Source: an optimization exercise on an open RTL-to-GDS flow (aim: small area and a short achievable clock period). Production flows keep margins and buffers that such runs may drop. Where RTL was checked, it was by simulation tests only, not by an equivalence proof against the original. Function not checked in run 4: the RTL went through the layout flow alone. No driver is modelled on the clock port, so clocking that relies on it looks cheaper here than on a real chip.

### flow/flow/run.sh
#!/bin/bash
# The standard layout (standard.sh: the standard synthesis and ORFS steps,
# unchanged), with two settings changed for the make run:
#  - CTS_ARGS: ORFS's own clock_tree_synthesis arguments without the dummy
#    loads CTS adds to balance the tree.
# Every ORFS step writes its own log under orfs/logs; make's output goes to
# make.log here.
set -euo pipefail
bash standard.sh SETUP_SLACK_MARGIN=7.7 \
    "CTS_ARGS=-sink_clustering_enable -repair_clock_nets -dont_use_dummy_load -sink_clustering_size 20 -sink_clustering_max_diameter 50" \
    finish > make.log 2>&1
### flow/constraint.sdc
create_clock -name core_clock -period 11.0 [get_ports {clk}]
set_input_delay 2.2000 -clock core_clock [delete_from_list [all_inputs] [get_ports {clk}]]
set_output_delay 2.2000 -clock core_clock [all_outputs]
set_load 0.01 [all_outputs]
### flow/standard.sh
#!/bin/bash
# synth_recipe.tcl (not shown) runs the flow's synth.tcl, then flattens the netlist and writes it again
# the make line also repeats each setting of config.mk as NAME=value (left out here)
make -C /OpenROAD-flow-scripts/flow DESIGN_CONFIG=/design/flow/config.mk WORK_HOME=/design/flow/orfs CLKGATE_MAP_FILE= SYNTH_SCRIPT=/design/flow/synth_recipe.tcl "${@:-finish}"
### flow/config.mk
export PLATFORM = sky130hd
export DESIGN_NAME = ring_rx_check
export DESIGN_NICKNAME = ring_rx_check
export VERILOG_FILES = /design/flow/design.v
export SDC_FILE = /design/flow/constraint.sdc
export NUM_CORES = 4
export LEC_CHECK = 0
export CAP_MARGIN = 20
export CORE_MARGIN = 2
export CORE_UTILIZATION = 50
export SLEW_MARGIN = 20
export SYNTH_MEMORY_MAX_BITS = 16384
### flow/design.v
module dec8b10b(code, data, k, ok_m, ok_p);
  input [9:0] code;
  wire [9:0] code;
  output [7:0] data;
  wire [7:0] data;
  output k;
  wire k;
  output ok_m;
  wire ok_m;
  output ok_p;
  wire ok_p;
  wire _000_;
  wire _001_;
  wire _002_;
  wire _003_;
  wire _004_;
  wire _005_;
  wire _006_;
  wire _007_;
  wire _008_;
  wire _009_;
  wire _010_;
  wire _011_;
  wire _012_;
  wire _013_;
  wire _014_;
  wire _015_;
  wire _016_;
  wire _017_;
  wire _018_;
  wire _019_;
  wire _020_;
  wire _021_;
  wire _022_;
  wire _023_;
  wire _024_;
  wire _025_;
  wire _026_;
  wire _027_;
  wire _028_;
  wire _029_;
  wire _030_;
  wire _031_;
  wire _032_;
  wire _033_;
  wire _034_;
  wire _035_;
  wire _036_;
  wire _037_;
  wire _038_;
  wire _039_;
  wire _040_;
  wire _041_;
  wire _042_;
  wire _043_;
  wire _044_;
  wire _045_;
  wire _046_;
  wire _047_;
  wire _048_;
  wire _049_;
  wire _050_;
  wire _051_;
  wire _052_;
  wire _053_;
  wire _054_;
  wire _055_;
  wire _056_;
  wire _057_;
  wire _058_;
  wire _059_;
  wire _060_;
  wire _061_;
  wire _062_;
  wire _063_;
  wire _064_;
  wire _065_;
  wire _066_;
  wire _067_;
  wire _068_;
  wire _069_;
  wire _070_;
  wire _071_;
  wire _072_;
  wire _073_;
  wire _074_;
  wire _075_;
  wire _076_;
  wire _077_;
  wire _078_;
  wire _079_;
  wire _080_;
  wire _081_;
  wire _082_;
  wire _083_;
  wire _084_;
  wire _085_;
  wire _086_;
  wire _087_;
  wire _088_;
  wire _089_;
  wire _090_;
  wire _091_;
  wire _092_;
  wire _093_;
  wire _094_;
  wire _095_;
  wire _096_;
  wire _097_;
  wire _098_;
  wire _099_;
  wire _100_;
  wire _101_;
  wire _102_;
  wire _103_;
  wire _104_;
  wire _105_;
  wire _106_;
  wire _107_;
  wire _108_;
  wire _109_;
  wire _110_;
  wire _111_;
  wire _112_;
  wire _113_;
  wire _114_;
  wire _115_;
  wire _116_;
  wire _117_;
  wire _118_;
  wire _119_;
  wire [3:0] four;
  wire [5:0] six;
  wire [4:0] x;
  wire [2:0] y;
  assign _050_ = code[9] | ~(code[8]);
  assign _051_ = code[6] | ~(code[7]);
  assign _052_ = ~(_051_ & code[8]);
  assign _053_ = ~code[9];
  assign _054_ = code[6] & ~(code[7]);
  assign _055_ = _053_ & ~(_054_);
  assign _056_ = _052_ & ~(_055_);
  assign _057_ = _056_ | ~(_050_);
  assign _058_ = _054_ | ~(_051_);
  assign _059_ = code[1] & ~(code[4]);
  assign _060_ = ~(code[0] | code[3]);
  assign _061_ = code[0] & code[3];
  assign _062_ = ~(_061_ | _060_);
  assign _063_ = code[5] & ~(code[4]);
  assign _064_ = code[3] & code[5];
  assign _065_ = ~(_064_ | _063_);
  assign _066_ = _062_ & ~(_065_);
  assign _067_ = _062_ ? _065_ : code[5];
  assign _068_ = _059_ ? _067_ : _066_;
  assign _069_ = _068_ & ~(code[2]);
  assign _070_ = ~_063_;
  assign _071_ = code[0] ? code[2] : _069_;
  assign _072_ = code[1] ^ code[2];
  assign _073_ = _072_ ^ _062_;
  assign _074_ = _070_ ? _071_ : _073_;
  assign _075_ = _069_ & ~(_074_);
  assign _076_ = code[8] | ~(code[9]);
  assign _077_ = _075_ ? _050_ : _076_;
  assign _078_ = _058_ & ~(_077_);
  assign data[7] = _057_ & ~(_078_);
  assign _079_ = _071_ & ~(_063_);
  assign _080_ = code[5] | code[4];
  assign _081_ = code[5] & code[4];
  assign _082_ = _080_ & ~(_081_);
  assign _083_ = _073_ ? _070_ : _082_;
  assign _084_ = ~(_083_ | _079_);
  assign _085_ = code[2] & ~(_084_);
  assign data[2] = _085_ | _068_;
  assign _086_ = ~(code[0] & code[2]);
  assign _087_ = code[1] | code[2];
  assign _088_ = _060_ & ~(_087_);
  assign _089_ = _086_ & ~(_088_);
  assign _090_ = ~(_061_ | code[2]);
  assign _091_ = code[1] & ~(_090_);
  assign _092_ = _091_ | ~(_089_);
  assign _093_ = _081_ & ~(code[3]);
  assign _094_ = _093_ | _092_;
  assign _095_ = _073_ & ~(_094_);
  assign _096_ = _092_ & ~(_080_);
  assign _097_ = _070_ & ~(_096_);
  assign _098_ = _095_ ? _063_ : _097_;
  assign _099_ = _064_ & ~(code[2]);
  assign _100_ = _099_ & ~(_073_);
  assign data[4] = _098_ & ~(_100_);
  assign _101_ = ~_084_;
  assign _102_ = ~code[0];
  assign _103_ = _083_ & ~(_102_);
  assign _104_ = _074_ & ~(_103_);
  assign data[1] = code[1] ? _101_ : _104_;
  assign _105_ = ~(code[8] | code[9]);
  assign _106_ = code[8] & code[9];
  assign _107_ = code[6] ? _105_ : _106_;
  assign _108_ = code[9] & ~(code[6]);
  assign _109_ = code[7] & ~(_050_);
  assign _110_ = _109_ | _108_;
  assign _111_ = code[6] & ~(code[9]);
  assign _112_ = ~code[7];
  assign _113_ = _112_ & ~(_076_);
  assign _114_ = _113_ | _111_;
  assign _115_ = _075_ ? _110_ : _114_;
  assign data[5] = _115_ | _107_;
  assign data[0] = _102_ ? _074_ : _101_;
  assign _116_ = _082_ | _073_;
  assign _117_ = ~(_116_ & _062_);
  assign data[3] = data[0] ? _117_ : _062_;
  assign _118_ = _075_ ? _114_ : _110_;
  assign data[6] = _118_ | _107_;
  assign _119_ = ~_081_;
  assign _000_ = _092_ | _119_;
  assign _001_ = code[2] & code[3];
  assign _002_ = _001_ & ~(_000_);
  assign _003_ = ~(_082_ & _073_);
  assign _004_ = _003_ | ~(_098_);
  assign _005_ = _107_ & _056_;
  assign _006_ = _005_ & ~(_004_);
  assign _007_ = _006_ | _002_;
  assign k = _007_ | _075_;
  assign _008_ = ~_073_;
  assign _009_ = ~(_089_ | _072_);
  assign _010_ = _080_ & ~(_009_);
  assign _011_ = _008_ ? _010_ : _094_;
  assign _012_ = _003_ & _116_;
  assign _013_ = _106_ | ~(_054_);
  assign _014_ = _001_ | ~(_080_);
  assign _015_ = _014_ & ~(_082_);
  assign _016_ = code[9] & ~(_015_);
  assign _017_ = code[8] | code[7];
  assign _018_ = _017_ | _016_;
  assign _019_ = _005_ | code[6];
  assign _020_ = _018_ & ~(_019_);
  assign _021_ = _013_ & ~(_020_);
  assign _022_ = _105_ & ~(code[7]);
  assign _023_ = _015_ | ~(_022_);
  assign _024_ = _004_ & ~(_023_);
  assign _025_ = _024_ | _021_;
  assign _026_ = _025_ | _012_;
  assign _027_ = ~_082_;
  assign _028_ = _092_ ? _080_ : _119_;
  assign _029_ = _008_ ? _027_ : _028_;
  assign _030_ = _073_ & code[5];
  assign _031_ = ~(_075_ | _030_);
  assign _032_ = _004_ & ~(_031_);
  assign _033_ = _053_ & ~(_032_);
  assign _034_ = _052_ | _112_;
  assign _035_ = _034_ | _033_;
  assign _036_ = ~code[6];
  assign _037_ = ~(_106_ & _036_);
  assign _038_ = _031_ & ~(_037_);
  assign _039_ = code[7] & ~(_105_);
  assign _040_ = _036_ & ~(_039_);
  assign _041_ = _040_ | _022_;
  assign _042_ = _041_ | _038_;
  assign _043_ = _035_ & ~(_042_);
  assign _044_ = _043_ & ~(_029_);
  assign _045_ = _026_ & ~(_044_);
  assign ok_m = _011_ & ~(_045_);
  assign _046_ = _029_ | _025_;
  assign _047_ = _012_ | _011_;
  assign _048_ = _043_ & ~(_047_);
  assign _049_ = _048_ | ~(_046_);
  assign ok_p = _049_ & ~(_009_);
  assign y = data[7:5];
  assign x = data[4:0];
  assign four = code[9:6];
  assign six = code[5:0];
endmodule
module ring_rx_check (
    input  wire        clk,
    input  wire        rst,           
    input  wire        col_valid,     
    input  wire [39:0] col_code,      
    input  wire        los,           
    output reg         v_valid,       
    output reg  [3:0]  v_reason,      
    output reg  [9:0]  v_len,         
    output wire [95:0] v_hdr,         
    output reg  [15:0] cnt_good,
    output reg  [15:0] cnt_hcrc,
    output reg  [15:0] cnt_bad,
    output wire [63:0] cnt_cv         
);
    localparam [3:0] R_GOOD      = 4'd0;
    localparam [3:0] R_HCRC      = 4'd1;
    localparam [3:0] R_LL_BAD    = 4'd2;
    localparam [3:0] R_SHORT     = 4'd3;
    localparam [3:0] R_LONG      = 4'd4;
    localparam [3:0] R_UNALIGNED = 4'd5;
    localparam [3:0] R_TRAILER   = 4'd6;
    localparam [3:0] R_ENDBAD    = 4'd7;
    localparam [3:0] R_CONTROL   = 4'd8;
    localparam [3:0] R_LANEFAULT = 4'd9;
    localparam [7:0] K27_7 = 8'hFB;
    localparam [7:0] K29_7 = 8'hFD;
    localparam [7:0] K30_7 = 8'hFE;
    localparam [31:0] CRC32_RESIDUE = 32'hDEBB20E3;
    integer i, b;
    reg  [39:0] c1;
    reg         v1, f1, r1;
    always @(posedge clk) begin
        c1 <= col_code;
        v1 <= col_valid && !rst;
        f1 <= los && !rst;
        r1 <= rst;
    end
    reg  [3:0]  rd;
    reg  [3:0]  rd_next;
    wire [31:0] dec_data;
    wire [3:0]  dec_k, dec_ok_m, dec_ok_p;
    genvar g;
    generate
        for (g = 0; g < 4; g = g + 1) begin : lane
            dec8b10b u_dec (
                .code (c1[10*g +: 10]),
                .data (dec_data[8*g +: 8]),
                .k    (dec_k[g]),
                .ok_m (dec_ok_m[g]),
                .ok_p (dec_ok_p[g])
            );
        end
    endgenerate
    localparam [63:0] SIX_POS  = 64'hFFE8E880E8808000;
    localparam [63:0] SIX_NEG  = 64'h00010117011717FF;
    localparam [15:0] FOUR_POS = 16'hF880;
    localparam [15:0] FOUR_NEG = 16'h011F;
    always @* begin
        for (i = 0; i < 4; i = i + 1)
            rd_next[i] = FOUR_POS[c1[10*i+6 +: 4]] ||
                         (!FOUR_NEG[c1[10*i+6 +: 4]] &&
                          (SIX_POS[c1[10*i +: 6]] ||
                           (!SIX_NEG[c1[10*i +: 6]] && rd[i])));
    end
    always @(posedge clk) begin
        if (r1)
            rd <= 4'b0000;
        else if (v1)
            rd <= rd_next;
    end
    wire [3:0] dec_cv = (rd & ~dec_ok_p) | (~rd & ~dec_ok_m);
    reg  [31:0] d2;
    reg  [3:0]  k2, cv2;
    reg         v2, f2, r2;
    always @(posedge clk) begin
        d2  <= dec_data;
        k2  <= dec_k;
        cv2 <= dec_cv;
        v2  <= v1 && !rst;
        f2  <= f1 && !rst;
        r2  <= r1;
    end
    reg [15:0] cv_cnt [0:3];
    always @(posedge clk) begin
        for (i = 0; i < 4; i = i + 1)
            if (rst)
                cv_cnt[i] <= 16'd0;
            else if (v2 && cv2[i] && cv_cnt[i] != 16'hFFFF)
                cv_cnt[i] <= cv_cnt[i] + 16'd1;
    end
    assign cnt_cv = {cv_cnt[3], cv_cnt[2], cv_cnt[1], cv_cnt[0]};
    reg [4:0] col_no;
    reg [4:0] ts1 [0:3];
    reg [4:0] ts2 [0:3];
    reg [4:0] ts3 [0:3];
    reg [1:0] live [0:3];
    reg [3:0] lane_fault;
    reg [1:0] live_now [0:3];     
    always @* begin
        for (i = 0; i < 4; i = i + 1) begin
            live_now[i] = live[i];
            if ((live[i] == 2'd1 && ts1[i] == col_no) ||
                (live[i] == 2'd2 && ts2[i] == col_no) ||
                (live[i] == 2'd3 && ts3[i] == col_no))
                live_now[i] = live[i] - 2'd1;
            lane_fault[i] = cv2[i] && live[i] == 2'd3 && ts3[i] != col_no;
        end
    end
    always @(posedge clk) begin
        if (r2) begin
            col_no <= 5'd0;
            for (i = 0; i < 4; i = i + 1)
                live[i] <= 2'd0;
        end else if (v2) begin
            col_no <= col_no + 5'd1;
            for (i = 0; i < 4; i = i + 1)
                if (lane_fault[i])
                    live[i] <= 2'd0;
                else if (cv2[i])
                    live[i] <= live_now[i] + 2'd1;
                else
                    live[i] <= live_now[i];
        end
        for (i = 0; i < 4; i = i + 1)
            if (v2 && cv2[i]) begin
                ts1[i] <= col_no;
                ts2[i] <= ts1[i];
                ts3[i] <= ts2[i];
            end
    end
    wire fault2 = f2 || (v2 && lane_fault != 4'b0000);
    reg [3:0] is_end, is_ctl, is_e30;
    reg       start2, end_seen, any_nd, first_ctl, first_e30;
    reg [1:0] first;
    always @* begin
        for (i = 0; i < 4; i = i + 1) begin
            is_end[i] = k2[i] && !cv2[i] &&
                        (d2[8*i +: 8] == K29_7 || d2[8*i +: 8] == K30_7);
            is_e30[i] = k2[i] && !cv2[i] && d2[8*i +: 8] == K30_7;
            is_ctl[i] = cv2[i] || (k2[i] && !is_end[i]);
        end
        start2   = k2 == 4'b1111 && cv2 == 4'b0000 &&
                   d2 == {K27_7, K27_7, K27_7, K27_7};
        end_seen = is_end != 4'b0000;
        any_nd   = (k2 | cv2) != 4'b0000;
        first     = 2'd0;
        first_ctl = is_ctl[0];
        first_e30 = is_e30[0];
        for (i = 3; i >= 0; i = i - 1)
            if (k2[i] || cv2[i]) begin
                first     = i;
                first_ctl = is_ctl[i];
                first_e30 = is_e30[i];
            end
    end
    reg [1:0]  hpos;
    reg [31:0] crc32;
    reg [15:0] crc16;    
    reg [79:0] hdr;      
    wire [31:0] crc32_next;
    crc32_x32 u_crc32 (.t(crc32 ^ d2), .o(crc32_next));
    wire [15:0] crc16_half, crc16_col;
    crc16_x16 u_crc16_half (.t(crc16 ^ {d2[7:0], d2[15:8]}), .o(crc16_half));
    crc16_x16 u_crc16_col  (.t(crc16_half ^ {d2[23:16], d2[31:24]}), .o(crc16_col));
    always @(posedge clk) begin
        if (r2)
            hpos <= 2'd3;
        else if (v2) begin
            if (start2)
                hpos <= 2'd0;
            else if (hpos != 2'd3)
                hpos <= hpos + 2'd1;
        end
        if (v2) begin
            if (start2)
                crc32 <= 32'hFFFFFFFF;
            else
                crc32 <= crc32_next;
        end
        if (v2 && start2)
            crc16 <= 16'hFFFF;
        if (v2 && !start2) begin
            if (hpos == 2'd0) begin
                hdr[31:0] <= d2;
                crc16     <= crc16_col;
            end
            if (hpos == 2'd1) begin
                hdr[63:32] <= d2;
                crc16      <= crc16_col;
            end
            if (hpos == 2'd2) begin
                hdr[79:64] <= d2[15:0];
                crc16      <= crc16_half;
            end
        end
    end
    assign v_hdr = {crc16, hdr};
    wire       crc_ok  = crc32 == CRC32_RESIDUE;
    wire       hcrc_ok = crc16_half == d2[31:16];
    reg        in_frame;
    reg        skip;         
    reg [7:0]  ncol;         
    always @(posedge clk)
        if (v2)
            ncol <= start2 ? 8'd0 : ncol + 8'd1;
    wire [7:0] lmax_col = hdr[7] ^ hdr[6] ? 8'd132 : 8'd20;
    wire       ll_bad   = hdr[23] && (hdr[7:6] != 2'b11 || hdr[14:8] != 7'h7F);
    wire       too_long = ncol == lmax_col && !(any_nd && first == 2'd0);
    wire       hdr_bad  = ncol == 8'd2 && (!hcrc_ok || ll_bad);
    reg [3:0]  reason;
    reg [9:0]  len;
    always @* begin
        len = {ncol, 2'b00};
        if (fault2)
            reason = R_LANEFAULT;
        else if (too_long)
            reason = R_LONG;
        else if (any_nd) begin
            len = {ncol, first};
            if (first_ctl)
                reason = R_CONTROL;
            else if (ncol[7:2] == 6'd0)
                reason = R_SHORT;
            else if (first != 2'd0)
                reason = R_UNALIGNED;
            else if (first_e30)
                reason = R_ENDBAD;
            else if (!crc_ok)
                reason = R_TRAILER;
            else
                reason = R_GOOD;
        end else begin
            len    = 10'd12;
            reason = hcrc_ok ? R_LL_BAD : R_HCRC;
        end
    end
    always @(posedge clk) begin
        v_reason <= reason;
        v_len    <= len;
        if (r2) begin
            in_frame <= 1'b0;
            skip     <= 1'b0;
        end
        if (rst)
            v_valid <= 1'b0;
        else begin
            v_valid <= 1'b0;
            if (fault2) begin
                if (in_frame) begin
                    v_valid  <= 1'b1;
                    in_frame <= 1'b0;
                end
                skip <= 1'b0;
            end else if (v2 && skip) begin
                if (end_seen)
                    skip <= 1'b0;
            end else if (v2) begin
                if (in_frame) begin
                    if (too_long || any_nd || hdr_bad) begin
                        v_valid  <= 1'b1;
                        in_frame <= 1'b0;
                        skip     <= too_long ? !end_seen : !any_nd && !hcrc_ok;
                    end
                end
                if (start2)
                    in_frame <= 1'b1;
            end
        end
    end
    always @(posedge clk) begin
        if (rst) begin
            cnt_good <= 16'd0;
            cnt_hcrc <= 16'd0;
            cnt_bad  <= 16'd0;
        end else if (v_valid) begin
            if (v_reason == R_GOOD) begin
                if (cnt_good != 16'hFFFF) cnt_good <= cnt_good + 16'd1;
            end else if (v_reason == R_HCRC) begin
                if (cnt_hcrc != 16'hFFFF) cnt_hcrc <= cnt_hcrc + 16'd1;
            end else begin
                if (cnt_bad != 16'hFFFF) cnt_bad <= cnt_bad + 16'd1;
            end
        end
    end
endmodule
module crc32_x32 (
    input  wire [31:0] t,
    output wire [31:0] o
);
    wire x_x0 = t[0] ^ t[22];
    wire x_x1 = t[2] ^ t[7];
    wire x_x2 = t[3] ^ t[21];
    wire x_x3 = t[1] ^ t[23];
    wire x_x4 = t[4] ^ x_x0;
    wire x_x5 = t[5] ^ t[12];
    wire x_x6 = t[13] ^ t[29];
    wire x_x7 = t[6] ^ t[11];
    wire x_x8 = t[10] ^ t[26];
    wire x_x9 = t[17] ^ t[24];
    wire x_x10 = t[19] ^ t[27];
    wire x_x11 = t[14] ^ t[30];
    wire x_x12 = t[16] ^ t[28];
    wire x_x13 = t[18] ^ t[25];
    wire x_x14 = t[15] ^ t[31];
    wire x_x15 = t[8] ^ t[9];
    wire x_x16 = t[20] ^ x_x1;
    wire x_x17 = t[23] ^ x_x12;
    wire x_x18 = t[3] ^ t[5];
    wire x_x19 = t[4] ^ t[24];
    wire x_x20 = t[25] ^ t[29];
    wire x_x21 = t[28] ^ x_x2;
    wire x_x22 = x_x6 ^ x_x11;
    wire x_x23 = x_x3 ^ x_x10;
    wire x_x24 = t[8] ^ x_x5;
    wire x_x25 = x_x4 ^ x_x13;
    wire x_x26 = t[18] ^ t[26];
    wire x_x27 = t[0] ^ t[12];
    wire x_x28 = t[9] ^ t[14];
    wire x_x29 = t[2] ^ t[20];
    wire x_x30 = t[27] ^ t[30];
    wire x_x31 = t[31] ^ x_x8;
    wire x_x32 = t[7] ^ x_x14;
    wire x_x33 = x_x3 ^ x_x9;
    wire x_x34 = x_x7 ^ x_x8;
    wire x_x35 = x_x6 ^ x_x27;
    wire x_x36 = x_x1 ^ x_x2;
    wire x_x37 = t[6] ^ t[26];
    wire x_x38 = t[13] ^ t[17];
    wire x_x39 = t[2] ^ t[28];
    wire x_x40 = t[0] ^ t[31];
    wire x_x41 = t[7] ^ t[13];
    wire x_x42 = t[11] ^ t[15];
    wire x_x43 = t[8] ^ t[22];
    wire x_x44 = t[9] ^ t[15];
    wire x_x45 = t[6] ^ t[10];
    wire x_x46 = t[7] ^ t[16];
    wire x_x47 = t[6] ^ x_x14;
    wire x_x48 = t[20] ^ x_x11;
    wire x_x49 = x_x20 ^ x_x29;
    wire x_x50 = t[10] ^ x_x2;
    wire x_x51 = x_x1 ^ x_x28;
    wire x_x52 = t[24] ^ x_x15;
    wire x_x53 = x_x5 ^ x_x14;
    wire x_x54 = t[25] ^ x_x7;
    wire x_x55 = x_x18 ^ x_x45;
    wire x_x56 = t[5] ^ x_x0;
    wire x_x57 = t[27] ^ x_x15;
    wire x_x58 = t[22] ^ x_x19;
    wire x_x59 = t[9] ^ x_x34;
    wire x_x60 = t[21] ^ x_x4;
    wire x_x61 = t[1] ^ x_x22;
    wire x_x62 = x_x36 ^ x_x47;
    wire x_x63 = x_x16 ^ x_x19;
    wire x_x64 = x_x21 ^ x_x40;
    wire x_x65 = x_x9 ^ x_x50;
    wire x_x66 = x_x13 ^ x_x21;
    wire x_x67 = x_x9 ^ x_x17;
    wire x_x68 = x_x13 ^ x_x32;
    wire x_x69 = x_x4 ^ x_x16;
    wire x_x70 = x_x12 ^ x_x23;
    wire x_x71 = t[3] ^ t[8];
    wire x_x72 = t[16] ^ x_x3;
    wire x_x73 = x_x37 ^ x_x71;
    wire x_x74 = x_x72 ^ x_x73;
    wire x_x75 = x_x69 ^ x_x74;
    wire x_x76 = t[4] ^ t[5];
    wire x_x77 = x_x76 ^ x_x36;
    wire x_x78 = x_x33 ^ x_x57;
    wire x_x79 = x_x77 ^ x_x78;
    wire x_x80 = x_x39 ^ x_x52;
    wire x_x81 = x_x55 ^ x_x25;
    wire x_x82 = x_x80 ^ x_x81;
    wire x_x83 = t[4] ^ t[7];
    wire x_x84 = t[19] ^ x_x3;
    wire x_x85 = x_x18 ^ x_x20;
    wire x_x86 = x_x83 ^ x_x84;
    wire x_x87 = x_x85 ^ x_x59;
    wire x_x88 = x_x86 ^ x_x87;
    wire x_x89 = x_x30 ^ x_x34;
    wire x_x90 = x_x24 ^ x_x63;
    wire x_x91 = x_x89 ^ x_x90;
    wire x_x92 = x_x5 ^ x_x41;
    wire x_x93 = x_x54 ^ x_x57;
    wire x_x94 = x_x92 ^ x_x64;
    wire x_x95 = x_x93 ^ x_x94;
    wire x_x96 = t[3] ^ t[10];
    wire x_x97 = x_x28 ^ x_x29;
    wire x_x98 = x_x96 ^ x_x35;
    wire x_x99 = x_x17 ^ x_x97;
    wire x_x100 = x_x98 ^ x_x99;
    wire x_x101 = t[4] ^ x_x42;
    wire x_x102 = x_x101 ^ x_x65;
    wire x_x103 = x_x61 ^ x_x102;
    wire x_x104 = t[2] ^ t[11];
    wire x_x105 = t[16] ^ x_x11;
    wire x_x106 = x_x104 ^ x_x53;
    wire x_x107 = x_x105 ^ x_x25;
    wire x_x108 = x_x106 ^ x_x107;
    wire x_x109 = t[19] ^ x_x38;
    wire x_x110 = x_x14 ^ x_x24;
    wire x_x111 = x_x109 ^ x_x69;
    wire x_x112 = x_x110 ^ x_x111;
    wire x_x113 = t[5] ^ t[13];
    wire x_x114 = x_x26 ^ x_x113;
    wire x_x115 = x_x51 ^ x_x114;
    wire x_x116 = x_x60 ^ x_x115;
    wire x_x117 = t[14] ^ t[15];
    wire x_x118 = x_x43 ^ x_x117;
    wire x_x119 = x_x55 ^ x_x23;
    wire x_x120 = x_x118 ^ x_x119;
    wire x_x121 = x_x7 ^ x_x44;
    wire x_x122 = x_x17 ^ x_x121;
    wire x_x123 = x_x63 ^ x_x122;
    wire x_x124 = t[0] ^ x_x46;
    wire x_x125 = x_x20 ^ x_x24;
    wire x_x126 = x_x124 ^ x_x65;
    wire x_x127 = x_x125 ^ x_x126;
    wire x_x128 = t[1] ^ t[26];
    wire x_x129 = t[30] ^ x_x7;
    wire x_x130 = x_x38 ^ x_x15;
    wire x_x131 = x_x128 ^ x_x129;
    wire x_x132 = x_x130 ^ x_x25;
    wire x_x133 = x_x131 ^ x_x132;
    wire x_x134 = t[18] ^ x_x5;
    wire x_x135 = x_x51 ^ x_x23;
    wire x_x136 = x_x31 ^ x_x134;
    wire x_x137 = x_x135 ^ x_x136;
    wire x_x138 = x_x41 ^ x_x42;
    wire x_x139 = x_x8 ^ x_x58;
    wire x_x140 = x_x138 ^ x_x70;
    wire x_x141 = x_x139 ^ x_x140;
    wire x_x142 = t[11] ^ t[14];
    wire x_x143 = t[27] ^ x_x142;
    wire x_x144 = x_x49 ^ x_x24;
    wire x_x145 = x_x143 ^ x_x67;
    wire x_x146 = x_x144 ^ x_x145;
    wire x_x147 = t[30] ^ x_x37;
    wire x_x148 = x_x44 ^ x_x9;
    wire x_x149 = x_x35 ^ x_x147;
    wire x_x150 = x_x148 ^ x_x66;
    wire x_x151 = x_x149 ^ x_x150;
    wire x_x152 = x_x46 ^ x_x10;
    wire x_x153 = x_x31 ^ x_x152;
    wire x_x154 = x_x61 ^ x_x25;
    wire x_x155 = x_x153 ^ x_x154;
    wire x_x156 = t[17] ^ x_x7;
    wire x_x157 = x_x10 ^ x_x11;
    wire x_x158 = x_x12 ^ x_x18;
    wire x_x159 = x_x32 ^ x_x4;
    wire x_x160 = x_x156 ^ x_x157;
    wire x_x161 = x_x158 ^ x_x159;
    wire x_x162 = x_x160 ^ x_x161;
    wire x_x163 = t[3] ^ t[17];
    wire x_x164 = t[29] ^ x_x0;
    wire x_x165 = x_x39 ^ x_x26;
    wire x_x166 = x_x163 ^ x_x53;
    wire x_x167 = x_x164 ^ x_x165;
    wire x_x168 = x_x166 ^ x_x167;
    wire x_x169 = t[30] ^ x_x6;
    wire x_x170 = x_x10 ^ x_x43;
    wire x_x171 = x_x26 ^ x_x16;
    wire x_x172 = x_x169 ^ x_x170;
    wire x_x173 = x_x171 ^ x_x172;
    wire x_x174 = t[23] ^ x_x10;
    wire x_x175 = x_x15 ^ x_x48;
    wire x_x176 = x_x174 ^ x_x64;
    wire x_x177 = x_x175 ^ x_x176;
    wire x_x178 = t[29] ^ x_x8;
    wire x_x179 = x_x52 ^ x_x17;
    wire x_x180 = x_x178 ^ x_x62;
    wire x_x181 = x_x179 ^ x_x180;
    wire x_x182 = x_x30 ^ x_x33;
    wire x_x183 = x_x49 ^ x_x59;
    wire x_x184 = x_x182 ^ x_x183;
    wire x_x185 = t[11] ^ t[12];
    wire x_x186 = t[24] ^ x_x1;
    wire x_x187 = x_x30 ^ x_x185;
    wire x_x188 = x_x31 ^ x_x186;
    wire x_x189 = x_x187 ^ x_x66;
    wire x_x190 = x_x188 ^ x_x189;
    wire x_x191 = t[31] ^ x_x35;
    wire x_x192 = x_x54 ^ x_x16;
    wire x_x193 = x_x70 ^ x_x191;
    wire x_x194 = x_x192 ^ x_x193;
    wire x_x195 = t[6] ^ t[12];
    wire x_x196 = x_x195 ^ x_x22;
    wire x_x197 = x_x67 ^ x_x60;
    wire x_x198 = x_x196 ^ x_x197;
    wire x_x199 = x_x33 ^ x_x56;
    wire x_x200 = x_x22 ^ x_x68;
    wire x_x201 = x_x199 ^ x_x200;
    wire x_x202 = t[3] ^ t[19];
    wire x_x203 = x_x202 ^ x_x48;
    wire x_x204 = x_x58 ^ x_x68;
    wire x_x205 = x_x203 ^ x_x204;
    wire x_x206 = t[1] ^ t[19];
    wire x_x207 = t[25] ^ x_x206;
    wire x_x208 = x_x56 ^ x_x207;
    wire x_x209 = x_x62 ^ x_x208;
    assign o[0] = x_x75;
    assign o[1] = x_x79;
    assign o[2] = x_x82;
    assign o[3] = x_x88;
    assign o[4] = x_x91;
    assign o[5] = x_x95;
    assign o[6] = x_x100;
    assign o[7] = x_x103;
    assign o[8] = x_x108;
    assign o[9] = x_x112;
    assign o[10] = x_x116;
    assign o[11] = x_x120;
    assign o[12] = x_x123;
    assign o[13] = x_x127;
    assign o[14] = x_x133;
    assign o[15] = x_x137;
    assign o[16] = x_x141;
    assign o[17] = x_x146;
    assign o[18] = x_x151;
    assign o[19] = x_x155;
    assign o[20] = x_x162;
    assign o[21] = x_x168;
    assign o[22] = x_x173;
    assign o[23] = x_x177;
    assign o[24] = x_x181;
    assign o[25] = x_x184;
    assign o[26] = x_x190;
    assign o[27] = x_x194;
    assign o[28] = x_x198;
    assign o[29] = x_x201;
    assign o[30] = x_x205;
    assign o[31] = x_x209;
endmodule
module crc16_x16 (
    input  wire [15:0] t,
    output wire [15:0] o
);
    wire x_x0 = t[9] ^ t[13];
    wire x_x1 = t[10] ^ t[14];
    wire x_x2 = t[4] ^ t[8];
    wire x_x3 = t[7] ^ t[15];
    wire x_x4 = t[6] ^ x_x1;
    wire x_x5 = t[5] ^ x_x0;
    wire x_x6 = t[12] ^ x_x2;
    wire x_x7 = t[3] ^ t[11];
    wire x_x8 = t[1] ^ t[12];
    wire x_x9 = t[0] ^ t[11];
    wire x_x10 = t[2] ^ t[13];
    wire x_x11 = t[14] ^ x_x7;
    wire x_x12 = x_x5 ^ x_x8;
    wire x_x13 = x_x6 ^ x_x9;
    wire x_x14 = t[15] ^ x_x6;
    wire x_x15 = t[11] ^ x_x4;
    wire x_x16 = x_x3 ^ x_x11;
    wire x_x17 = x_x10 ^ x_x4;
    wire x_x18 = x_x5 ^ x_x13;
    wire x_x19 = x_x4 ^ x_x12;
    wire x_x20 = x_x3 ^ x_x10;
    wire x_x21 = x_x20 ^ x_x15;
    wire x_x22 = t[8] ^ t[12];
    wire x_x23 = x_x22 ^ x_x16;
    wire x_x24 = x_x0 ^ x_x14;
    wire x_x25 = x_x1 ^ x_x5;
    wire x_x26 = t[15] ^ x_x15;
    wire x_x27 = t[0] ^ x_x2;
    wire x_x28 = x_x3 ^ x_x27;
    wire x_x29 = t[8] ^ t[1];
    wire x_x30 = t[5] ^ t[9];
    wire x_x31 = x_x29 ^ x_x30;
    wire x_x32 = t[9] ^ t[2];
    wire x_x33 = t[10] ^ t[6];
    wire x_x34 = x_x32 ^ x_x33;
    wire x_x35 = t[7] ^ t[10];
    wire x_x36 = x_x7 ^ x_x35;
    assign o[0] = x_x13;
    assign o[1] = x_x12;
    assign o[2] = x_x17;
    assign o[3] = x_x16;
    assign o[4] = x_x14;
    assign o[5] = x_x18;
    assign o[6] = x_x19;
    assign o[7] = x_x21;
    assign o[8] = x_x23;
    assign o[9] = x_x24;
    assign o[10] = x_x25;
    assign o[11] = x_x26;
    assign o[12] = x_x28;
    assign o[13] = x_x31;
    assign o[14] = x_x34;
    assign o[15] = x_x36;
endmodule
==> key figures, run 1 <==
GRT
  • Grt ovf: 0
  • First-pass GRT wire length: 100,000 um
  • Initial antenna violation count: 3
  • Tot GR Track Use: 27.1%
  • Vias in the first global route: 17,400
  • Pin count of the biggest net entering global routing: 68

Logic synthesis
  • Cells after Synth: 2,302
  • Mapped Avg Cell Area: 10.1 sq um
  • Synth cell types: 80
  • Synth area leaders: edfxtp_1 (23%), dfxtp_1 (21%), xnor2_1 (12%), xor2_1 (6.8%), ha_1 (4.1%)
  • Syn_nets: 2,422
  • Post-synth ARST share: 0%
  • Synth Flop Type: dfxtp_1
  • Post-Syn Area: 23,300 sq um
  • Area share of the largest cell type after synthesis: 23.2%
  • FF+latch count, synth: 430
  • EDFF count, synth: 180
  • Warnings, synthesis: 7
  • Seq/Total Area, Yosys: 44.7%
  • Largest area contributor in the netlist: edfxtp_1

Cells and area
  • Fillers: 3,854
  • Share of layout cells above drive strength 1: 22.5%
  • Area taken by multi-input logic gates: 12,400 sq um
  • Area grow syn2layout: 21.6%
  • Reg area: 10,700 sq um
  • # nets final: 2,767

STA
  • Least-Margin Pin Slew: 1010 ps
  • Peak Freq: 289 MHz
  • Max-slew headroom: 32.3%
  • Count of final setup violators: 0
  • Fin. Hold Viols: 0
  • Final min period: 3460 ps
  • Worst Clk Skew: 80.5 ps
  • Setup_tns: 0 ps
  • Final Cycle Share: 31.4%
  • Slew Viols, Final: 0
  • RSZ-0062 raised after global routing: yes
  • Setup ws final: 7540 ps

Critical path
  • CP Cell Sequence: buf_2
  • Delay-heaviest family, CP: flip-flops
  • Worst setup SP type: flop
  • CP bufs+invs: 1
  • Arrival time worst endpoint: 1260 ps
  • Slowest CP cell: edfxtp_1
  • Critical Path End Type: primary output
  • Crit path required time: 8800 ps
  • CP peak stage delay: 510 ps
  • Type of the worst setup path: flop to primary output
  • Max FO, Critical Path: 2

Floorplanning
  • DIE WIDTH: 220 um
  • Die Ht: 220 um
  • Initial Util: 50.3%
  • Core Rows: 79
  • Die ar.: 48,300 sq um
  • Core footprint: 46,300 sq um
  • IO Count: 267

Detailed routing
  • DRT iter0 DRCs: 1,461
  • Vias: 18,400
  • Drt via density: 5.66
  • Routed Antenna Nets: 0
  • Routed wire length: 67,100 um
  • DR pass1 iterations: 6
  • Wire per inst: 20.6 um
  • Drt drc: 0

Outcome
  • Status: complete, no violations

Placed design
  • Pre-CTS setup slack: 6800 ps
  • DP Wirelength: 48,600 um
  • Final GP Congestion: 0.935
  • Port bufs: 266

CTS
  • Clock Latency Late Sink: 610 ps
  • # hold bufs at CTS: 0
  • Worst-path clk slew: 50 ps
  • Sink Count: 430
  • Total CTS buffers: 49
  • CTS tree: done

Flow run
  • Max Cap Viol: 0

Min path
  • HP Class: flop to flop
-- per-layer routing --
layer / GRT usage (%) / up-vias / wire [um]
li1: - / 8751 / -
met1: 36.6 / 8853 / 29300
met2: 42.6 / 657 / 30600
met3: 4.80 / 148 / 4370
met4: 12.1 / 2 / 2920
met5: 0 / - / 16
-- cells by family after synthesis --
group                      count (synthesis)  share of synthesized area [%]
AOI/OAI and AO/OA                        371                           10.4
adders and majority gates                 76                           4.08
buffers and inverters                    170                           2.74
xor gates and xnor gates                 544                           22.8
muxes                                     21                          0.967
DFF                                      430                           44.7
and+or+nand+nor                          690                           14.3
-- metrics by stage --
step                std cells  utilization, %  hold WS (ps)  area, sq um
finish                   3254            61.2           447        28300
global route             3253            61.2           460        28300
CTS                      3238            60.5           450        28000
detailed placement       3100            57.3           438        26500
global placement         3100            57.2           424        26500
floorplan                2302               -           373        23300
-- placed cells by master, fill, tap and decap left out, types with 9 or more instances in the layout --
cell type and count:
a31oi_1 19, nor4_1 20, o22ai_1 20, xnor2_1 315
nand3_1 65, and4_1 9, nand2_1 195, nor3_1 31
nor2b_1 24, or3_1 22, o221ai_1 14, mux2i_1 18
and3_1 27, o21ai_0 84, nand4_1 56, o31ai_1 14
nor2_1 177, xnor3_1 17, nand2b_1 17, a21o_1 14
buf_2 139, inv_1 80, xor2_1 176, clkbuf_16 49
and2_1 14, ha_1 76, dfxtp_4 58, dfxtp_1 102
buf_4 152, clkdlybuf4s50_1 42, xnor2_2 14, edfxtp_1 180
a21oi_1 93, dfxtp_2 90, buf_6 47, a211oi_1 10
-- synthesized netlist by cell type (9+ instances only) --
cell type and count:
o22ai_1 20, inv_1 81, a31oi_1 19, o31ai_1 14
dfxtp_1 250, nor4_1 20, nand2_1 195, xnor3_1 17
and4_1 9, and2_1 16, o221ai_1 14, o21ai_0 86
mux2i_1 18, clkbuf_1 82, a21o_1 14, nor2b_1 24
nand4_1 56, nor3_1 33, xnor2_2 10, and3_1 29
nor2_1 178, nand3_1 65, nand2b_1 17, or3_1 22
xnor2_1 321, a211oi_1 10, xor2_1 181, edfxtp_1 180
a21oi_1 95, ha_1 76
-- area by class of cell --
cell class	count	share of cell area, %
Multi-Input combinational cell	1702	44.0
Sequential cell	430	37.9
Timing Repair Buffer	383	9.99
Clock buffer	49	4.33
Tap cell	607	2.68
Inverter	81	1.09
Antenna cell	2	0.0177
-- worst reg2reg max path, stage by stage, from the launching register on --
cell,delay (ps)
dfxtp_1,460
xnor2_1,580
xnor2_1,280
xnor2_1,590
xnor2_1,330
xnor2_1,400
xnor2_1,170
nand2_1,100
-- worst paths after layout --
kind / from / end / slack [ps] / cells after the start
setup reg to reg: d2[22] / crc32[14] / 7770 / 7
hold / removal: f1 / f2 / 450 / 1
setup / recovery: hdr[23] / v_hdr[23] / 7540 / 1
hold reg to reg: f1 / f2 / 450 / 1
-- sequential cells by signal, indices dropped and copies added (netlist names), 16 cells and up --
register	flops
cv_cnt	64
crc16	16
crc32	32
ts2	20
cnt_bad	16
c1	40
ts1	20
cnt_hcrc	16
ts3	20
d2	32
hdr	80
cnt_good	16
-- timing repair --
action,in CTS,in global routing
pin swaps,0,2
endpoints found under the setup margin,322,169
resized for setup,1177,55
setup buffers,89,14
gates cloned,0,0
==> run 2, diff against run 1 <==
--- a/flow/flow/run.sh
+++ b/flow/flow/run.sh
@@ -8,3 +8,3 @@
 set -euo pipefail
-bash standard.sh SETUP_SLACK_MARGIN=7.7 \
+bash standard.sh SETUP_SLACK_MARGIN=7.6 \
     "CTS_ARGS=-sink_clustering_enable -repair_clock_nets -dont_use_dummy_load -sink_clustering_size 20 -sink_clustering_max_diameter 50" \
--- a/flow/config.mk
+++ b/flow/config.mk
@@ -9,3 +9,3 @@
 export CORE_MARGIN = 2
-export CORE_UTILIZATION = 50
+export CORE_UTILIZATION = 60
 export SLEW_MARGIN = 20
==> run 2 against run 1 <==
Net effect:
- critical endpoint unchanged
- critical path type unchanged
- flip-flop and latch count unchanged
- worst setup slack got worse by 4.8 ps
- first-iteration DRC count is 3.7% lower
- non-clock buffer count shrank 60
- global-route usage grew 4.2 points
- synthesized cell count unchanged
==> key figures, run 2 <==
Detailed routing
  • Drt via density: 5.91 (+4.5%)
  • DRT iter0 DRCs: 1,407 (-3.7%)
  • Routed wire length: 64,300 um (-4.2%)
  • Vias: 18,300 (-0.52%)
  • Routed Antenna Nets: 0 (unchanged)
  • Wire per inst: 20.7 um (+0.57%)
  • DR pass1 iterations: 6 (unchanged)
  • Drt drc: 0 (unchanged)

Logic synthesis
  • Synth area leaders: edfxtp_1 (23%), dfxtp_1 (21%), xnor2_1 (12%), xor2_1 (6.8%), ha_1 (4.1%)
  • Syn_nets: 2,422 (unchanged)
  • Post-Syn Area: 23,300 sq um (unchanged)
  • Synth cell types: 80 (unchanged)
  • Seq/Total Area, Yosys: 44.7% (unchanged)
  • Count leader, synth: xnor2_1
  • EDFF count, synth: 180 (unchanged)
  • Area share of the largest cell type after synthesis: 23.2% (unchanged)
  • Mapped Avg Cell Area: 10.1 sq um (unchanged)
  • Cells after Synth: 2,302 (unchanged)
  • Post-synth ARST share: 0% (unchanged)
  • Warnings, synthesis: 7 (unchanged)
  • FF+latch count, synth: 430 (unchanged)
  • Post-synth top cells: xnor2_1 (321), dfxtp_1 (250), nand2_1 (195)
  • Synth Flop Type: dfxtp_1
  • Largest area contributor in the netlist: edfxtp_1

STA
  • Least-Margin Pin Slew: 992 ps (-14.6 ps)
  • Peak Freq: 289 MHz (-0.14%)
  • Max-slew headroom: 33.2% (+0.98 points)
  • Final Cycle Share: 31.5% (+0.044 points)
  • Count of final setup violators: 0 (unchanged)
  • Setup_tns: 0 ps (unchanged)
  • Fin. Hold Viols: 0 (unchanged)
  • Hold slack final: 453 ps (+6.47 ps)
  • Final min period: 3460 ps (+4.79 ps)
  • Setup ws final: 7540 ps (-4.79 ps)
  • Slew Viols, Final: 0 (unchanged)
  • Worst Clk Skew: 85.1 ps (+4.57 ps)
  • RSZ-0062 raised after global routing: yes

GRT
  • First-pass GRT wire length: 99,400 um (-1.1%)
  • Pin count of the biggest net entering global routing: 86 (+26%)
  • Vias in the first global route: 17,600 (+1.6%)
  • Initial antenna violation count: 0 (-3)
  • Grt ovf: 0 (unchanged)
  • Tot GR Track Use: 31.2% (+4.2 points)

Placed design
  • Port bufs: 266 (unchanged)
  • Placed Instances: 3,015 (-2.7%)
  • Final GP Congestion: 0.987 (+5.5%)
  • DP Wirelength: 46,600 um (-4.2%)
  • Pre-CTS setup slack: 7370 ps (+573 ps)

Critical path
  • Arrival time worst endpoint: 1260 ps (about the same)
  • Slowest CP cell: edfxtp_1
  • Delay-heaviest family, CP: flip-flops
  • Crit path required time: 8800 ps (about the same)
  • Type of the worst setup path: flop to primary output
  • CP peak stage delay: 490 ps (-20 ps)
  • Critical Path End Type: primary output
  • Max FO, Critical Path: 2 (unchanged)
  • Worst setup SP type: flop
  • CP bufs+invs: 1 (unchanged)
  • CP Cell Sequence: buf_2

Cells and area
  • Largest reg by FF count: hdr
  • Cell Count, Final, Fillers Out: 3,099 (-4.8%)
  • Share of layout cells above drive strength 1: 18.4% (-4.1 points)
  • Fin util: 71.7% (+11 points)
  • Most common cell after layout, fill and taps aside: xnor2_1
  • Area grow syn2layout: 18.5%
  • # nets final: 2,703 (-2.3%)
  • Top flop regs: hdr: 80 flops, cv_cnt: 64 flops, c1: 40 flops
  • Antenna cells: 0 (-2)
  • Number of flip-flops in the largest register: 80 (unchanged)
  • Commonest cells after routing, fill and taps aside: xnor2_1 (320), nand2_1 (194), edfxtp_1 (180)

CTS
  • # hold bufs at CTS: 0 (unchanged)
  • CTS tree: done
  • Clock Latency Late Sink: 600 ps (about the same)
  • Sink Count: 430 (unchanged)
  • Total CTS buffers: 45 (-8.2%)
  • Worst-path clk slew: 60 ps (about the same)

Flow run
  • Max Cap Viol: 0 (unchanged)

Floorplanning
  • Core Rows: 72 (-8.9%)
  • Die Ht: 201 um (-8.6%)
  • Initial Util: 60.5% (+10 points)
  • Die ar.: 40,400 sq um (-16%)
  • Core footprint: 38,500 sq um (-17%)
  • IO Count: 267 (unchanged)
  • DIE WIDTH: 201 um (-8.6%)

Min path
  • HP Class: flop to flop

Outcome
  • Status: complete, no violations
run 2: timing repair:
item,CTS,global route
endpoints found under the hold margin,0,0
endpoints found under the setup margin,258,78
setup buffers,25,13
resized for setup,923,43
run 2: cell families after synthesis:
group	Yosys count	synth area share [%]
AND/OR/NAND/NOR	690	14.3
AO/OA/AOI/OAI	371	10.4
XOR/XNOR	544	22.8
flip-flops	430	44.7
multiplexers	21	0.967
adder cells (fa/ha/maj)	76	4.08
buffers and inverters	170	2.74
run 2: worst paths after layout:
| check | endpoint | start | slack, ps | depth (start not counted) |
|---|---|---|---|---|
| max reg2reg | crc32[14] | crc32[0] | 7700 | 7 |
| max | v_hdr[23] | hdr[23] | 7540 | 1 |
| min | ts2[3][2] | ts1[3][2] | 450 | 0 |
| min reg2reg | ts2[3][2] | ts1[3][2] | 450 | 0 |
run 2: area by class of cell:
class / instances / area, sq um
Clock buffer: 45 / 1130
Fill cell: 2897 / 10900
Inverter: 81 / 304
Multi-Input combinational cell: 1702 / 12300
Sequential cell: 430 / 10700
Tap cell: 518 / 648
Timing Repair Buffer: 323 / 2510
run 2: layer usage:
layer / global-route usage, % / vias to the layer above / part of all wire [%] / wire (um)
met1: 40.6 / 8828 / 41 / 26300
li1: - / 8585 / - / -
met2: 51.6 / 736 / 47 / 30400
met3: 5.00 / 167 / 7.2 / 4640
met5: 0 / - / 0 / 0
met4: 13.9 / 0 / 4.6 / 2980
run 2: metrics by stage:
stage          area, sq um
6_report             27600
5_1_grt              27600
4_1_cts              27500
3_5_place_dp         26400
3_3_place_gp         26400
2_1_floorplan        23300
==> run 3, diff against run 2 <==
--- a/flow/flow/run.sh
+++ b/flow/flow/run.sh
@@ -8,3 +8,3 @@
 set -euo pipefail
-bash standard.sh SETUP_SLACK_MARGIN=7.6 \
+bash standard.sh SETUP_SLACK_MARGIN=7.85 \
     "CTS_ARGS=-sink_clustering_enable -repair_clock_nets -dont_use_dummy_load -sink_clustering_size 20 -sink_clustering_max_diameter 50" \
==> run 3 against run 2 <==
Net effect:
- still clean
- area after synthesis unchanged
- final area up 5.7%
- global-route usage up 0.77 points
- flip-flop and latch count unchanged
- synthesized cell count unchanged
- hold slack better by 2.1 ps
- register-to-register slack better by 190 ps
- clock-buffer cell count down 5
- critical path type unchanged
- largest cell class unchanged
- highest routed layer unchanged
==> key figures, run 3 <==
Outcome
  • Status: complete, no violations

STA
  • Setup ws final: 7600 ps (+64.6 ps)
  • Fin. Hold Viols: 0 (unchanged)
  • Final min period: 3400 ps (-64.6 ps)
  • Slew Viols, Final: 0 (unchanged)
  • Count of final setup violators: 0 (unchanged)
  • Final Cycle Share: 30.9% (-0.59 points)
  • Least-Margin Pin Slew: 1090 ps (+101 ps)
  • Peak Freq: 294 MHz (+1.9%)
  • RSZ-0062 raised after global routing: yes
  • Hold slack final: 456 ps (+2.08 ps)
  • Setup_tns: 0 ps (unchanged)
  • Worst Clk Skew: 44.7 ps (-40.3 ps)
  • Max-slew headroom: 27.1% (-6.1 points)

GRT
  • Routing usage on met1: 40.5% (-0.12 points)
  • Pin count of the biggest net entering global routing: 105 (+22%)
  • First-pass GRT wire length: 102,000 um (+2.9%)
  • Most Crowded Layer GR: met2
  • Vias in the first global route: 18,600 (+5.6%)
  • Grt ovf: 0 (unchanged)
  • Initial antenna violation count: 1 (+1)
  • Grt met2 use: 54.6% (+3.0 points)
  • Tot GR Track Use: 32.0% (+0.77 points)
  • Met3 GRT Util: 3.85% (-1.2 points)

Logic synthesis
  • Count leader, synth: xnor2_1
  • Seq/Total Area, Yosys: 44.7% (unchanged)
  • Area share of the largest cell type after synthesis: 23.2% (unchanged)
  • Post-Syn Area: 23,300 sq um (unchanged)
  • FF+latch count, synth: 430 (unchanged)
  • Mapped Avg Cell Area: 10.1 sq um (unchanged)
  • Post-synth top cells: xnor2_1 (321), dfxtp_1 (250), nand2_1 (195)
  • Syn_nets: 2,422 (unchanged)
  • Post-synth ARST share: 0% (unchanged)
  • EDFF count, synth: 180 (unchanged)
  • Warnings, synthesis: 7 (unchanged)
  • Synth cell types: 80 (unchanged)
  • Synth Flop Type: dfxtp_1
  • Cells after Synth: 2,302 (unchanged)
  • Largest area contributor in the netlist: edfxtp_1
  • Synth area leaders: edfxtp_1 (23%), dfxtp_1 (21%), xnor2_1 (12%), xor2_1 (6.8%), ha_1 (4.1%)

Critical path
  • Arrival time worst endpoint: 1200 ps (-60 ps)
  • Slowest CP cell: edfxtp_1
  • Critical Path End Type: primary output
  • R2R depth: 10 (+3)
  • Type of the worst setup path: flop to primary output
  • CP peak stage delay: 450 ps (-40 ps)
  • Max FO, Critical Path: 2 (unchanged)
  • Worst setup SP type: flop
  • Delay-heaviest family, CP: flip-flops
  • Crit path required time: 8800 ps (about the same)
  • Critical path depth: 1 (unchanged)
  • CP Cell Sequence: buf_2
  • CP bufs+invs: 1 (unchanged)

Detailed routing
  • Drt via density: 5.91 (about the same)
  • Routed wire length: 66,500 um (+3.5%)
  • Wire per inst: 20.6 um (-0.48%)
  • Drt drc: 0 (unchanged)
  • DRT iter0 DRCs: 1,636 (+16%)
  • DR pass1 iterations: 5 (-1)
  • Routed Antenna Nets: 0 (unchanged)
  • Vias: 19,100 (+4.0%)

Floorplanning
  • DIE WIDTH: 201 um (unchanged)
  • Core footprint: 38,500 sq um (unchanged)
  • Die Ht: 201 um (unchanged)
  • Core Rows: 72 (unchanged)
  • Die ar.: 40,400 sq um (unchanged)
  • Initial Util: 60.5% (unchanged)
  • IO Count: 267 (unchanged)

Cells and area
  • Number of flip-flops in the largest register: 80 (unchanged)
  • Cell Count, Final, Fillers Out: 3,223 (+4.0%)
  • Fillers: 2,610 (-9.9%)
  • Share of layout cells above drive strength 1: 25.0% (+6.6 points)
  • Most common cell after layout, fill and taps aside: xnor2_1
  • Area grow syn2layout: 25.2%
  • # nets final: 2,826 (+4.6%)
  • Top flop regs: hdr: 80 flops, cv_cnt: 64 flops, c1: 40 flops
  • Fin area: 29,200 sq um (+5.7%)
  • Fin util: 75.8% (+4.1 points)
  • Commonest cells after routing, fill and taps aside: xnor2_1 (310), nand2_1 (195), buf_4 (184)
  • Largest reg by FF count: hdr

Placed design
  • Area after DPL: 26,400 sq um (about the same)
  • Pre-CTS setup slack: 7430 ps (+53.1 ps)
  • Port bufs: 266 (unchanged)
  • DP Wirelength: 45,800 um (-1.8%)
  • Final GP Congestion: 1.01 (+2.1%)
  • Placed Instances: 3,012 (-0.10%)

CTS
  • Sink Count: 430 (unchanged)
  • Clock Latency Late Sink: 570 ps (-30 ps)
  • # hold bufs at CTS: 0 (unchanged)
  • CTS tree: done
  • Total CTS buffers: 40 (-11%)
  • Worst-path clk slew: 70 ps (about the same)

Flow run
  • Max Cap Viol: 0 (unchanged)

Min path
  • HP Class: flop to flop
  • WHS Path Cells: 1 (+1)
## run 3: cell counts after synthesis
Identical to the previous run, type by type.
## run 3: worst paths after layout
| path | startpoint | slack [ps] | to |
|---|---|---|---|
| max | hdr[8] | 7600 | v_hdr[8] |
| min | f1 | 460 | f2 |
| max reg2reg | c1[20] | 7890 | cv2[2] |
| min reg2reg | f1 | 460 | f2 |
## run 3: cell families after synthesis
kind of cell / synth area share, %
simple gates: 14.3
compound gates: 10.4
buf+inv: 2.74
fa+ha+maj: 4.08
xor+xnor: 22.8
flops: 44.7
mux: 0.967
## run 3: layout make-up
cell class	count	area, sq um	share of cell area (%)
Tap cell	518	648	2.22
Clock buffer	40	1000	3.43
Sequential cell	430	10800	36.9
Inverter	81	308	1.06
Antenna cell	1	2.50	0.00858
Multi-Input combinational cell	1702	12600	43.0
Timing Repair Buffer	451	3880	13.3
## run 3: repair_timing
item,4_1_cts,5_1_grt
gates resized for setup,1312,57
setup buffers,133,37
endpoints found under the setup margin,262,334
pin swaps,0,7
## run 3: per-layer routing
metal | up-vias | wire [um]
li1 | 8849 | -
met1 | 9222 | 26600
met2 | 792 | 32300
met3 | 192 | 4370
met4 | 0 | 3300
met5 | - | 0
==> run 4, diff against run 3 <==
--- a/flow/design.v
+++ b/flow/design.v
@@ -431,2 +431,4 @@
     reg [79:0] hdr;      
+    reg        long_cls;   
+    reg        ll_bad;     
     wire [31:0] crc32_next;
@@ -457,2 +459,4 @@
                 crc16     <= crc16_col;
+                long_cls  <= d2[7] ^ d2[6];
+                ll_bad    <= d2[23] && (d2[7:6] != 2'b11 || d2[14:8] != 7'h7F);
             end
@@ -477,4 +481,3 @@
             ncol <= start2 ? 8'd0 : ncol + 8'd1;
-    wire [7:0] lmax_col = hdr[7] ^ hdr[6] ? 8'd132 : 8'd20;
-    wire       ll_bad   = hdr[23] && (hdr[7:6] != 2'b11 || hdr[14:8] != 7'h7F);
+    wire [7:0] lmax_col = long_cls ? 8'd132 : 8'd20;
     wire       too_long = ncol == lmax_col && !(any_nd && first == 2'd0);
--- a/flow/flow/run.sh
+++ b/flow/flow/run.sh
@@ -8,3 +8,3 @@
 set -euo pipefail
-bash standard.sh SETUP_SLACK_MARGIN=7.85 \
+bash standard.sh SETUP_SLACK_MARGIN=7.7 \
     "CTS_ARGS=-sink_clustering_enable -repair_clock_nets -dont_use_dummy_load -sink_clustering_size 20 -sink_clustering_max_diameter 50" \
==> run 4 against run 3 <==
Net effect:
- still clean on timing, DRC and antenna
- final area decreased by 3.9%
- worst setup slack improved by 9.3 ps
- synthesized cell count increased by 1.0%
- clock-buffer cell count increased by 4
- die area increased by 0.61%
==> key figures, run 4 <==
Critical path
  • Worst flop-to-flop path startpoint: d2[25]
  • Max FO, Critical Path: 1 (-1)
  • CP peak stage delay: 440 ps (about the same)
  • CP Cell Sequence: buf_2
  • Crit path launch: hdr[2]
  • Slowest CP cell: edfxtp_1
  • Reg-to-reg endpoint: crc32[14]
  • Worst setup SP type: flop
  • Register-to-register setup slack: 7770 ps (-120 ps)
  • R2R depth: 6 (-4)
  • Critical path depth: 1 (unchanged)
  • Type of the worst setup path: flop to primary output
  • Delay-heaviest family, CP: flip-flops
  • Crit path required time: 8800 ps (about the same)
  • Critical Path End Type: primary output
  • CP bufs+invs: 1 (unchanged)
  • Arrival time worst endpoint: 1190 ps (about the same)
  • Crit path to: v_hdr[2]

Min path
  • HP Class: flop to flop

STA
  • Setup ws final: 7610 ps (+9.32 ps)
  • Slew Viols, Final: 0 (unchanged)
  • Final min period: 3390 ps (-9.32 ps)
  • Max-slew headroom: 25.8% (-1.3 points)
  • Fin. Hold Viols: 0 (unchanged)
  • Peak Freq: 295 MHz (+0.28%)
  • Count of final setup violators: 0 (unchanged)
  • RSZ-0062 raised after global routing: yes
  • Least-Margin Pin Slew: 1110 ps (+19.7 ps)
  • Setup_tns: 0 ps (unchanged)
  • Final Cycle Share: 30.8% (-0.085 points)
  • Worst Clk Skew: 62.6 ps (+17.9 ps)

Logic synthesis
  • Syn_nets: 2,445 (+0.95%)
  • Seq/Total Area, Yosys: 44.7% (about the same)
  • Count leader, synth: xnor2_1
  • Post-synth top cells: xnor2_1 (318), dfxtp_1 (250), nor2_1 (220)
  • Synth cell types: 79 (-1.3%)
  • Area share of the largest cell type after synthesis: 23.3% (+0.11 points)
  • EDFF count, synth: 182 (+1.1%)
  • Cells after Synth: 2,325 (+1.0%)
  • Post-synth ARST share: 0% (unchanged)
  • Post-Syn Area: 23,400 sq um (+0.62%)
  • Largest area contributor in the netlist: edfxtp_1
  • Mapped Avg Cell Area: 10.1 sq um (-0.37%)
  • Synth area leaders: edfxtp_1 (23%), dfxtp_1 (21%), xnor2_1 (12%), xor2_1 (6.5%), ha_1 (4.1%)
  • FF+latch count, synth: 432 (+0.47%)
  • Synth Flop Type: dfxtp_1
  • Warnings, synthesis: 7 (unchanged)

Cells and area
  • Largest reg by FF count: hdr
  • Area grow syn2layout: 19.6%
  • Number of flip-flops in the largest register: 80 (unchanged)
  • Most common cell after layout, fill and taps aside: xnor2_1
  • Share of layout cells above drive strength 1: 21.9% (-3.1 points)
  • Top flop regs: hdr: 80 flops, cv_cnt: 64 flops, c1: 40 flops
  • Commonest cells after routing, fill and taps aside: xnor2_1 (312), nor2_1 (220), nand2_1 (185)
  • # nets final: 2,777 (-1.7%)

CTS
  • Worst-path clk slew: 80 ps (about the same)
  • Total CTS buffers: 44 (+10%)
  • CTS tree: done
  • Sink Count: 432 (+0.47%)
  • # hold bufs at CTS: 0 (unchanged)
  • Clock Latency Late Sink: 590 ps (+20 ps)

Placed design
  • Port bufs: 266 (unchanged)
  • Final GP Congestion: 1.01 (-0.19%)
  • DP Wirelength: 45,700 um (about the same)
  • Pre-CTS setup slack: 7380 ps (-49.7 ps)

Floorplanning
  • Initial Util: 60.8% (+0.23 points)
  • Core Rows: 72 (unchanged)
  • Die ar.: 40,600 sq um (+0.61%)
  • IO Count: 267 (unchanged)
  • Die Ht: 202 um (+0.31%)
  • DIE WIDTH: 202 um (+0.31%)
  • Core footprint: 38,600 sq um (+0.23%)

GRT
  • Grt ovf: 0 (unchanged)
  • Initial antenna violation count: 1 (unchanged)
  • First-pass GRT wire length: 99,400 um (-2.9%)
  • Tot GR Track Use: 31.1% (-0.91 points)
  • Pin count of the biggest net entering global routing: 97 (-7.6%)
  • Vias in the first global route: 17,900 (-3.9%)

Detailed routing
  • Drt via density: 5.84 (-1.2%)
  • Routed Antenna Nets: 0 (unchanged)
  • DRT iter0 DRCs: 1,434 (-12%)
  • Vias: 18,500 (-2.7%)
  • Wire per inst: 20.3 um (-1.6%)
  • Routed wire length: 64,500 um (-3.1%)
  • DR pass1 iterations: 7 (+2)
  • Drt drc: 0 (unchanged)

Flow run
  • Max Cap Viol: 0 (unchanged)

Outcome
  • Status: complete, no violations
## run 4: final cells by class
| type | count | area (sq um) |
|---|---|---|
| tap | 518 | 648 |
| multi-input combinational | 1726 | 12500 |
| clock buffer | 44 | 1100 |
| fill | 2875 | 10500 |
| timing repair buffer | 377 | 2700 |
| sequential | 432 | 10800 |
| antenna | 1 | 2.50 |
| inverter | 76 | 285 |
## run 4: cell families after synthesis
| family | Yosys count | synth area share, % |
|---|---|---|
| AOI/OAI and AO/OA | 364 | 9.92 |
| xor gates and xnor gates | 540 | 22.7 |
| adders and majority gates | 78 | 4.14 |
| buffers and inverters | 167 | 2.72 |
| DFF | 432 | 44.7 |
| muxes | 19 | 0.876 |
| and+or+nand+nor | 725 | 14.9 |
## run 4: worst min-delay path by stage
stage | startpoint | to | slack, ps | cells after the start
2_1_floorplan | r1 | r2 | 370 | 0
6_report | f1 | f2 | 440 | 1
4_1_cts | f1 | f2 | 430 | 1
3_5_place_dp | f1 | f2 | 430 | 1
3_3_place_gp | f1 | f2 | 430 | 1
5_1_grt | f1 | f2 | 460 | 1
## run 4: worst register-to-register path: cells and delay by family, from the launching register on
| kind | cells | cell delay [ps] |
|---|---|---|
| XOR/XNOR | 5 | 2180 |
| flip-flops | 1 | 490 |
| AND/OR/NAND/NOR | 1 | 270 |
## run 4: per-stage QoR
step           instances  hold slack [ps]  utilization, %  area, sq um
5_1_grt             3174              463            72.7        28000
4_1_cts             3157              431            71.8        27700
6_report            3174              440            72.7        28000
2_1_floorplan       2325              374               -        23400
3_3_place_gp        3035              426            68.8        26500
3_5_place_dp        3035              426            68.8        26500
## run 4: what timing repair did
item / 4_1_cts / 5_1_grt
setup buffers: 78 / 16
resized for setup: 1140 / 49
endpoints found under the setup margin: 238 / 119
## run 4: per-layer routing
metal | track usage, % | routed length [um]
met1 | 40.4 | 26100
met2 | 50.9 | 30600
met3 | 5.96 | 4850
met4 | 13.3 | 2940
met5 | 0 | 0

## what the ideal ports hide
Ports are ideal in the flow. The routed layouts listed here were re-timed in OpenROAD.
Step 1 sets driving cells, clkbuf_16 on the clock port and buf_2 on the other inputs (assumed; they add their load-dependent delay and slew).
Step 2 adds t to the input delays and takes it off the output delays; t is the mean of the earliest and latest rising clock arrival at the registers after step 1. Input paths then give back, and output paths get back, about the clock's delay inside the block.
a / b / c = no drivers / after step 1 / after step 2; a / b = the first two.
| run | shift t [ns] | setup WS [ns] | worst hold slack (ns) | worst register clock-pin slew, ns | worst data-port slew with drivers (ns) |
|---|---|---|---|---|---|
| run 1 | 0.629 | 7.543 / 7.487 / 7.233 | 0.447 / 0.447 / 0.447 | 0.08 / 0.08 | 0.09 |
| run 2 | 0.611 | 7.539 / 7.481 / 7.407 | 0.453 / 0.453 / 0.453 | 0.08 / 0.08 | 0.06 |
| run 3 | 0.601 | 7.603 / 7.548 / 7.303 | 0.456 / 0.456 / 0.456 | 0.08 / 0.08 | 0.09 |
| run 4 | 0.619 | 7.613 / 7.554 / 7.317 | 0.440 / 0.440 / 0.440 | 0.08 / 0.08 | 0.08 |
After both steps setup and hold are still met in every run listed. The setup slack of run 1, which loses most, moves by -0.056 ns with the drivers and by -0.310 ns with both steps.
